This is an optimization exercise on Yosys and OpenROAD, whose aim is small area, a short achievable clock period and few clock cycles, not a production implementation.
Where RTL was checked, it was by simulation tests only, not by an equivalence proof against the original.
Power is estimated from default activity; no workload was simulated.

Design cle_xu, start of the top module:
module cle_xu (
    input  wire        clk,
    input  wire        rst,           
    input  wire        in_valid,
    output reg         in_ready,
    input  wire [5:0]  in_op,
    input  wire [2:0]  in_sub,
    input  wire [4:0]  in_qs,         
    input  wire [31:0] in_a,
    input  wire [31:0] in_b,
    input  wire [31:0] in_c,
    output reg         out_valid,
    output reg  [31:0] out_result,
    output reg  [3:0]  out_flags,     
    output reg         out_pred
);
    localparam OP_ADD   = 6'h01, OP_SUB  = 6'h02, OP_MUL   = 6'h03, OP_MAC  = 6'h04,
               OP_MSU   = 6'h05, OP_ACCR = 6'h06, OP_ACCW  = 6'h07, OP_MIN  = 6'h08,
               OP_MAX   = 6'h09, OP_ABS  = 6'h0A, OP_NEG   = 6'h0B, OP_SHV  = 6'h0C,
               OP_AND   = 6'h0D, OP_OR   = 6'h0E, OP_XOR   = 6'h0F, OP_CMP  = 6'h10,
               OP_CLAMP = 6'h12, OP_RATE = 6'h13, OP_DIV   = 6'h14, OP_MOV  = 6'h17;
    localparam [3:0] DIV_ITERS = 4'd8;    
    genvar g;
    reg        v0;
    reg [5:0]  op0;
    reg [2:0]  sub0;
  ...
==> flow/config.mk <==
export PLATFORM = sky130hd
export DESIGN_NAME = cle_xu
export DESIGN_NICKNAME = cle_xu
export VERILOG_FILES = /design/flow/design.v
export SDC_FILE = /design/flow/constraint.sdc
export NUM_CORES = 4
export LEC_CHECK = 0
export CAP_MARGIN = 30
export CORE_MARGIN = 2
export CORE_UTILIZATION = 50
export SLEW_MARGIN = 30
==> flow/constraint.sdc <==
create_clock -name core_clock -period 32.0 [get_ports {clk}]
set_input_delay 6.4000 -clock core_clock [delete_from_list [all_inputs] [get_ports {clk}]]
set_output_delay 6.4000 -clock core_clock [all_outputs]
set_load 0.01 [all_outputs]
standard.sh (not shown) runs the stock make flow with config.mk's settings and CLKGATE_MAP_FILE= SYNTH_SCRIPT=/design/flow/synth_recipe.tcl, a recipe that flattens the netlist after the stock synthesis.
==> flow/flow/run.sh <==
#!/bin/bash
set -uo pipefail
export SETUP_SLACK_MARGIN=24.4
export BUFFER_PORTS_ARGS="-buffer_cell sky130_fd_sc_hd__buf_2"
bash standard.sh > standard_flow.log 2>&1
Testbench counts at the start, summed over its fixed seeds: cycles 90,420.
Rerun with:
==> flow/flow/run.sh (replaced) <==
#!/bin/bash
set -uo pipefail
export SETUP_SLACK_MARGIN=24.55
export BUFFER_PORTS_ARGS="-buffer_cell sky130_fd_sc_hd__buf_2"
bash standard.sh > standard_flow.log 2>&1
ABC_AREA = 1   (was unset)
Result:
- The new run went through all stages and came out clean
- combinational power came out lower by roughly a tenth
- worst hold slack degrades by 0.0059 ns
- synthesized area came out lower slightly
Rerun with:
==> flow/flow/run.sh (replaced) <==
#!/bin/bash
set -uo pipefail
export SETUP_SLACK_MARGIN=24.25
export BUFFER_PORTS_ARGS="-buffer_cell sky130_fd_sc_hd__buf_2"
bash standard.sh > standard_flow.log 2>&1
=>
- final area shrinks by 1.1%
- clock-buffer cell count fell by 19
- global-route usage falls by 0.50 points
- critical path depth does not change
- worst setup slack got worse by 0.10 ns

========
Starting RTL as in the previous note.
clock: 32.0 ns
lec_check: 0
abc_area: 1
cap_margin: 30
core_margin: 2
core_utilization: 55
place_density: 0.65
slew_margin: 30
==> flow/flow/run.sh <==
#!/bin/bash
set -uo pipefail
export SETUP_SLACK_MARGIN=24.4
export BUFFER_PORTS_ARGS="-buffer_cell sky130_fd_sc_hd__buf_2"
bash standard.sh > standard_flow.log 2>&1
Testbench counts at the start, summed over its fixed seeds: cycles 90,420.
Change:
==> flow/flow/run.sh (replaced) <==
#!/bin/bash
set -uo pipefail
export SETUP_SLACK_MARGIN=25
export BUFFER_PORTS_ARGS="-buffer_cell sky130_fd_sc_hd__buf_2"
bash standard.sh > standard_flow.log 2>&1
Settings changed: CORE_UTILIZATION 55 to 50, PLACE_DENSITY 0.65 to default.
Final cell count grows by 2.2%.
Synthesized area does not change.
Die area grows by 9.9%.
Global-route usage shrinks by 1.3 points.
Cell area grows by 2.8%.
Maximum frequency is about the same.
Total power grows by 0.75%.
First-iteration DRC count shrinks by 12%.
Non-clock buffer count grows by 118.
Register-to-register slack improved by 0.30 ns.
Change:
==> flow/flow/run.sh (replaced) <==
#!/bin/bash
set -uo pipefail
export SETUP_SLACK_MARGIN=25
bash standard.sh > standard_flow.log 2>&1
=>
- wire length stays flat
- hold slack got worse by 0.0094 ns
- sequential power stays flat
- register-to-register slack degrades by 0.11 ns
- total power hardly moves
- utilization went up by 0.68 points
- cell area climbs slightly
- clock-buffer cell count drops by 3
- global-route usage stays flat
Change:
==> flow/flow/run.sh (replaced) <==
#!/bin/bash
set -uo pipefail
export SETUP_SLACK_MARGIN=24.4
export BUFFER_PORTS_ARGS="-buffer_cell sky130_fd_sc_hd__buf_2"
bash standard.sh > standard_flow.log 2>&1
Settings changed: CTS_BUF_LIST from default to sky130_fd_sc_hd__clkbuf_16 sky130_fd_sc_hd__clkbuf_8 sky130_fd_sc_hd__clkbuf_4.
Effect: The changed run completed with no timing, DRC or antenna violations; routed wire length came out lower by about 1.8%; global-route usage fell by 0.66 points; hold slack stays flat.
Change:
Settings changed: CTS_BUF_LIST sky130_fd_sc_hd__clkbuf_16 sky130_fd_sc_hd__clkbuf_8 sky130_fd_sc_hd__clkbuf_4 to default.
Result: Sequential share of layout area barely changes; core utilization barely changes; clock-buffer cell count is unchanged; wire length barely changes; design area barely changes.

========
north:
Another version of the RTL of cle_xu (not shown whole).
For scale: about 890 flip-flops, ~150 I/O pins, about 89000 um2 of cells after synthesis.
==> flow/config.mk <==
export PLATFORM = sky130hd
export DESIGN_NAME = cle_xu
export DESIGN_NICKNAME = cle_xu
export VERILOG_FILES = /design/flow/design.v
export SDC_FILE = /design/flow/constraint.sdc
export NUM_CORES = 4
export LEC_CHECK = 0
export ABC_AREA = 1
export CAP_MARGIN = 30
export CORE_MARGIN = 2
export CORE_UTILIZATION = 46
export SLEW_MARGIN = 30
==> flow/constraint.sdc <==
create_clock -name core_clock -period 32.0 [get_ports {clk}]
set_input_delay 6.4000 -clock core_clock [delete_from_list [all_inputs] [get_ports {clk}]]
set_output_delay 6.4000 -clock core_clock [all_outputs]
set_load 0.01 [all_outputs]
==> flow/flow/run.sh <==
#!/bin/bash
set -uo pipefail
export SETUP_SLACK_MARGIN=24.4
export BUFFER_PORTS_ARGS="-buffer_cell sky130_fd_sc_hd__buf_2"
bash standard.sh > standard_flow.log 2>&1
What south does differently from north at the input level:
- a change of CORE_UTILIZATION from 46 to 50
==> flow/flow/run.sh <==
#!/bin/bash
set -uo pipefail
export SETUP_SLACK_MARGIN=24.45
export BUFFER_PORTS_ARGS="-buffer_cell sky130_fd_sc_hd__buf_2"
bash standard.sh > standard_flow.log 2>&1
Findings:
south finished all stages; the layout is clean. Comparing north with south, the portion of total power attributed to sequential cells came out essentially unchanged. Changes observed in south relative to north: number of antenna violations at the first check in global routing shrank by 2; maximum frequency held steady. Lower cell count goes to south over north. south against north: minimum clock period rose by 9.8 ps; clock-buffer cell count increased 4.4%; setup slack has decreased; clock network fraction of design power fell 0.9 points. met1 track demand over resource in global routing ends up lower on north. north was larger in final cell area than south. Wire length for south: 6700 um down relative to north.
Modified inputs, east compared to south
==> flow/flow/run.sh <==
#!/bin/bash
set -uo pipefail
export SETUP_SLACK_MARGIN=24.25
export BUFFER_PORTS_ARGS="-buffer_cell sky130_fd_sc_hd__buf_2"
bash standard.sh > standard_flow.log 2>&1
[summary]
east did not stop at any stage, and its layout met the timing, DRC and antenna checks. When east is set beside south, its average wire length per cell after detail routing turns out to be 0.58% larger. Area share of xor/xnor cells in the synthesized design: east vs south identical. Of east and south, the lower vias after detailed routing belongs to south. Comparing worst setup slack for east and south, the bigger number came from east.
Inputs modified between east and west:
==> flow/flow/run.sh <==
#!/bin/bash
set -uo pipefail
export SETUP_SLACK_MARGIN=24.4
export BUFFER_PORTS_ARGS="-buffer_cell sky130_fd_sc_hd__buf_2"
bash standard.sh > standard_flow.log 2>&1
Findings:
west against east: least setup slack across all paths after layout went up by 11 ps, count of plain and timing-repair buffers went down by about 0.75%. [compare] base=east new=west: synthesis-to-finish area growth picked up an extra 0.37 points; minimum hold slack neither gained nor lost much; area occupied by registers neither gained nor lost much; clock network fraction of design power neither gained nor lost much. The first-pass GRT wire length was comparable across east and west. west and east ended up with roughly the same final cell count. Comparing east and west, the lower power per cell area was measured on west. Diff east -> west: design area higher; post-detailed-routing wire length roughly the same.
No functional check of the RTL was part of any run of this note.

========
cle_xu, a different RTL version from the one above (not shown whole).
For scale: roughly 12000 cells after synthesis, ~900 flip-flops, about 150 I/O pins.
export LEC_CHECK = 0
export ABC_AREA = 1
export CAP_MARGIN = 30
export CORE_MARGIN = 2
export CORE_UTILIZATION = 50
export SLEW_MARGIN = 30
create_clock -name core_clock -period 32.0 [get_ports {clk}]
==> flow/flow/run.sh <==
#!/bin/bash
set -uo pipefail
export SETUP_SLACK_MARGIN=25
bash standard.sh > standard_flow.log 2>&1
Rerun with:
==> flow/run.sh (new file) <==
#!/bin/bash
# synth_recipe.tcl (not shown) runs the flow's synth.tcl, then flattens the netlist and writes it again
# the make line also repeats each setting of config.mk as NAME=value (left out here)
make -C /OpenROAD-flow-scripts/flow DESIGN_CONFIG=/design/flow/config.mk WORK_HOME=/design/flow/orfs CLKGATE_MAP_FILE= SYNTH_SCRIPT=/design/flow/synth_recipe.tcl finish
removed: flow/flow/run.sh
removed: flow/standard.sh
Outcome:
- final cell count shrinks by 0.76%
- setup slack got worse by 1500 ps
- cell area came out lower by 2.5%
- sequential power is about the same
- clock power grows by about 3%
No run of this note included a check of the RTL's function; only the layout flow was run.

static timing again, ports no longer ideal:
No port has a modelled driver above. Below, the same layouts with a new extraction and two added sets of constraints.
Step 1 (the two cells are an assumption about what drives the block):
set clk [get_ports {clk}]
set_driving_cell -lib_cell sky130_fd_sc_hd__clkbuf_16 $clk
set_driving_cell -lib_cell sky130_fd_sc_hd__buf_2 [delete_from_list [all_inputs] $clk]
Step 2 adds t to the input delays and takes it off the output delays; t is the mean of the earliest and latest rising clock arrival at the registers after step 1. Input paths then give back, and output paths get back, about the clock's delay inside the block.
Slacks: no drivers / after step 1 / after step 2; pairs: no drivers / after step 1.
| run | t (ns) | setup slack, ns | worst data-port slew with drivers (ns) |
|---|---|---|---|
| the first run of note 1 | 0.849 | 24.197 / 24.197 / 24.197 | 0.19 |
| the second run of note 1 | 0.865 | 24.397 / 24.297 / 24.548 | 0.09 |
| the third run of note 1 | 0.868 | 24.295 / 24.197 / 24.582 | 0.06 |
| the first run of note 2 | 0.862 | 24.330 / 24.234 / 24.509 | 0.09 |
| the second run of note 2 | 0.859 | 24.328 / 24.234 / 24.561 | 0.09 |
| the third run of note 2 | 0.857 | 24.301 / 24.209 / 24.261 | 0.08 |
| the fourth run of note 2 | 0.869 | 24.392 / 24.291 / 24.541 | 0.09 |
| the fifth run of note 2 | 0.873 | 24.392 / 24.291 / 24.537 | 0.08 |
| north | 0.866 | 24.287 / 24.200 / 24.446 | 0.08 |
| south | 0.866 | 24.277 / 24.178 / 24.505 | 0.08 |
| east | 0.869 | 24.292 / 24.194 / 24.480 | 0.07 |
| west | 0.861 | 24.303 / 24.206 / 24.476 | 0.07 |
| the first run of note 4 | 0.872 | 24.325 / 24.227 / 24.147 | 0.06 |
| the second run of note 4 | 0.861 | 22.848 / 22.848 / 22.848 | 0.05 |
After both steps every run listed still meets setup and hold. The setup slack of the first run of note 4, which loses most, moves by -0.098 ns with the drivers and by -0.178 ns with both steps.
